This is an optimization exercise on Yosys and OpenROAD, whose aim is small area, a short achievable clock period and few clock cycles per item, not a production implementation. Where RTL was checked, it was by simulation tests only, not by an equivalence proof against the original.

Design tkt_rx, start of the top module:
module tkt_rx (
    input  wire        clk,
    input  wire        rst,
    input  wire        cfg_we,
    output reg         cfg_ready,
    input  wire [4:0]  cfg_idx,
    input  wire        cfg_en,
    input  wire        cfg_xtd,
    input  wire [2:0]  cfg_len,
    input  wire [7:0]  cfg_maxgap,
    input  wire [9:0]  cfg_age,
    input  wire [31:0] cfg_id,
    input  wire        s_valid,
    output reg         s_ready,
    input  wire [31:0] s_data,
    input  wire [4:0]  s_conn,
    input  wire [6:0]  s_flen,
    input  wire        s_xtd,
    input  wire [15:0] s_stamp,
    output reg         r_valid,
    output reg  [4:0]  r_conn,
    output reg  [2:0]  r_reason,
    output reg         r_gap,
    output reg  [15:0] r_rejcnt
);
For scale: roughly 6000 cells after synthesis, about 150 I/O pins, ~88000 sq um of cells after synthesis.
==> flow/config.mk <==
export PLATFORM = sky130hd
export DESIGN_NAME = tkt_rx
export DESIGN_NICKNAME = tkt_rx
export VERILOG_FILES = /design/flow/design.v
export SDC_FILE = /design/flow/constraint.sdc
export NUM_CORES = 4
export LEC_CHECK = 0
export CAP_MARGIN = 20
export CORE_MARGIN = 2
export CORE_UTILIZATION = 65
export CTS_CLUSTER_DIAMETER = 60
export CTS_CLUSTER_SIZE = 30
export SETUP_SLACK_MARGIN = 5
export SLEW_MARGIN = 20
==> flow/constraint.sdc <==
create_clock -name core_clock -period 10.0 [get_ports {clk}]
set_input_delay 2.0000 -clock core_clock [delete_from_list [all_inputs] [get_ports {clk}]]
set_output_delay 2.0000 -clock core_clock [all_outputs]
set_load 0.01 [all_outputs]
standard.sh (not shown) runs the stock make flow with config.mk's settings and CLKGATE_MAP_FILE= SYNTH_SCRIPT=/design/flow/synth_recipe.tcl, a recipe that flattens the netlist after the stock synthesis.
==> flow/flow/run.sh <==
#!/bin/bash
# The standard layout (the standard.sh, standard synthesis unchanged),
# with the port buffers made as buf_4 cells instead of the default choice and
# timing repair aiming further below the clock period.
set -euo pipefail
bash standard.sh \
  BUFFER_PORTS_ARGS="-buffer_cell sky130_fd_sc_hd__buf_4" \
  SETUP_SLACK_MARGIN=${MARGIN:-7.0} \
  finish > orfs_make.log 2>&1
Testbench counts at the start, summed over its fixed seeds: cycles 23,023, frames 3,200.
Then changed:
--- a/flow/flow/run.sh
+++ b/flow/flow/run.sh
@@ -7,3 +7,3 @@
   BUFFER_PORTS_ARGS="-buffer_cell sky130_fd_sc_hd__buf_4" \
-  SETUP_SLACK_MARGIN=${MARGIN:-7.0} \
+  SETUP_SLACK_MARGIN=${MARGIN:-7.3} \
   finish > orfs_make.log 2>&1
Effect:
- design area goes up by a few percent
- non-clock buffer count went up by 131
Then changed:
--- a/flow/flow/run.sh
+++ b/flow/flow/run.sh
@@ -7,3 +7,3 @@
   BUFFER_PORTS_ARGS="-buffer_cell sky130_fd_sc_hd__buf_4" \
-  SETUP_SLACK_MARGIN=${MARGIN:-7.3} \
+  SETUP_SLACK_MARGIN=${MARGIN:-7.0} \
   finish > orfs_make.log 2>&1
- CAP_MARGIN: 20 -> 5
- SLEW_MARGIN: 20 -> 5
Die area is unchanged. Via count drops by 3.2%.
Then changed:
- CAP_MARGIN: 5 -> 20
- CTS_CLUSTER_DIAMETER: 60 -> 50
- CTS_CLUSTER_SIZE: 30 -> 36
- SLEW_MARGIN: 5 -> 20
Outcome: The changed run completed without violations. Hold slack got worse by 14 ps. Register-to-register slack improved by 20 ps. Setup slack got worse by 7.4 ps.

* * *

== run A ==
tkt_rx, a different RTL version from the one above (not shown whole).
Size: about 6,000 cells after synthesis, roughly 3,300 flip-flops, roughly 150 I/O pins, roughly 87,000 um^2 of cells after synthesis.
Settings: LEC_CHECK=0, CAP_MARGIN=20, CORE_MARGIN=2, CORE_UTILIZATION=40, SETUP_SLACK_MARGIN=5, SLEW_MARGIN=20; clock period 10.0 ns.
run.sh (not shown) runs the stock make flow with config.mk's settings and CLKGATE_MAP_FILE= SYNTH_SCRIPT=/design/flow/synth_recipe.tcl, a recipe that flattens the netlist after the stock synthesis.
Stock flow here: none of the scripts above is used.
Run A closes out successfully: all stages finished, all timing, DRC and antenna checks passed.
Testbench counts of run A, summed over its fixed seeds: cycles 23,327, frames 3,200.
Modified inputs, run B compared to run A
Settings: putting CTS_CLUSTER_SIZE at 30 where nothing was set; putting CTS_CLUSTER_DIAMETER at 100 where nothing was set.
==> flow/flow/run.sh (new file) <==
#!/bin/bash
# The standard layout (the standard.sh, standard synthesis unchanged),
# with the port buffers made as buf_4 cells instead of the default choice and
# timing repair aiming further below the clock period.
set -euo pipefail
bash standard.sh \
  BUFFER_PORTS_ARGS="-buffer_cell sky130_fd_sc_hd__buf_4" \
  SETUP_SLACK_MARGIN=${MARGIN:-6.5} \
  finish > orfs_make.log 2>&1
==> flow/standard.sh (new file) <==
#!/bin/bash
# synth_recipe.tcl (not shown) runs the flow's synth.tcl, then flattens the netlist and writes it again
# the make line also repeats each setting of config.mk as NAME=value (left out here)
make -C /OpenROAD-flow-scripts/flow DESIGN_CONFIG=/design/flow/config.mk WORK_HOME=/design/flow/orfs CLKGATE_MAP_FILE= SYNTH_SCRIPT=/design/flow/synth_recipe.tcl "${@:-finish}"
removed: flow/run.sh
Findings:
On run B: setup slack is 0.68 ns higher than what run A gave.
Summary of the comparison: global-route usage is lower in run B, relative to run A.
Going from run A to run B, relative slew slack higher; via count of the first global-routing pass went down about 5%.
Relative to run A, design area decreased by 6.2% in run B.

* * *

Setup of v6:
Another version of the RTL of tkt_rx (not shown whole).
Size: ~6000 cells after synthesis, about 3100 flip-flops.
clock: 10.0 ns
lec_check: 0
abc_clock_period_in_ps: 3000
cap_margin: 20
core_margin: 2
core_utilization: 40
slew_margin: 20
Stock flow here: none of the scripts above is used.
#### Input delta (v7 over v6)
- ABC_CLOCK_PERIOD_IN_PS removed (was 3000)
Results
On share of the final layout cell area in multi-input gates, v6 and v7 are basically level. Per the comparison of v7 with v6, area of the die level; total number of cells along the worst setup path stayed essentially flat. Changes observed in v7 relative to v6: via count stayed essentially flat. Going from v6 to v7, buffer count excluding the clock tree in the final layout barely changed, data arrival at the endpoint of the critical path held steady. Between v7 and v6, the final-layout clock-cell area share figures differ only marginally.
No run of this note included a check of the RTL's function; only the layout flow was run.

## re-timing with driven ports
No port has a modelled driver above. Below, the same layouts with a new extraction and two added sets of constraints.
Step 1 sets driving cells, clkbuf_16 on the clock port and buf_2 on the other inputs (assumed; they add their load-dependent delay and slew).
Step 2, shift: input delay + t, output delay - t, t = (earliest + latest rising clock arrival at the registers) / 2. This alone moves slack from input paths to output paths.
Slacks: ideal ports / drivers / drivers and shift; pairs: ideal ports / drivers.
run	t (ns)	setup slack, ns	clock arrival spread, ns	pins driven straight from the clock port
the first run of note 1	0.859	6.704 / 6.630 / 5.979	0.033 / 0.032	1
the second run of note 1	0.873	6.730 / 6.653 / 6.064	0.046 / 0.045	1
the third run of note 1	0.869	6.706 / 6.626 / 6.022	0.041 / 0.041	1
the fourth run of note 1	0.889	6.699 / 6.625 / 6.012	0.056 / 0.056	1
run A	0.971	5.802 / 5.821 / 4.864	0.067 / 0.066	1
run B	0.863	6.477 / 6.477 / 5.745	0.055 / 0.054	1
v6	0.969	2.239 / 2.307 / 1.338	0.108 / 0.108	1
v7	0.969	2.239 / 2.307 / 1.338	0.108 / 0.108	1
After both steps setup and hold are still met in every run listed. The setup slack of run A, which loses most, moves by +0.019 ns with the drivers and by -0.938 ns with both steps.
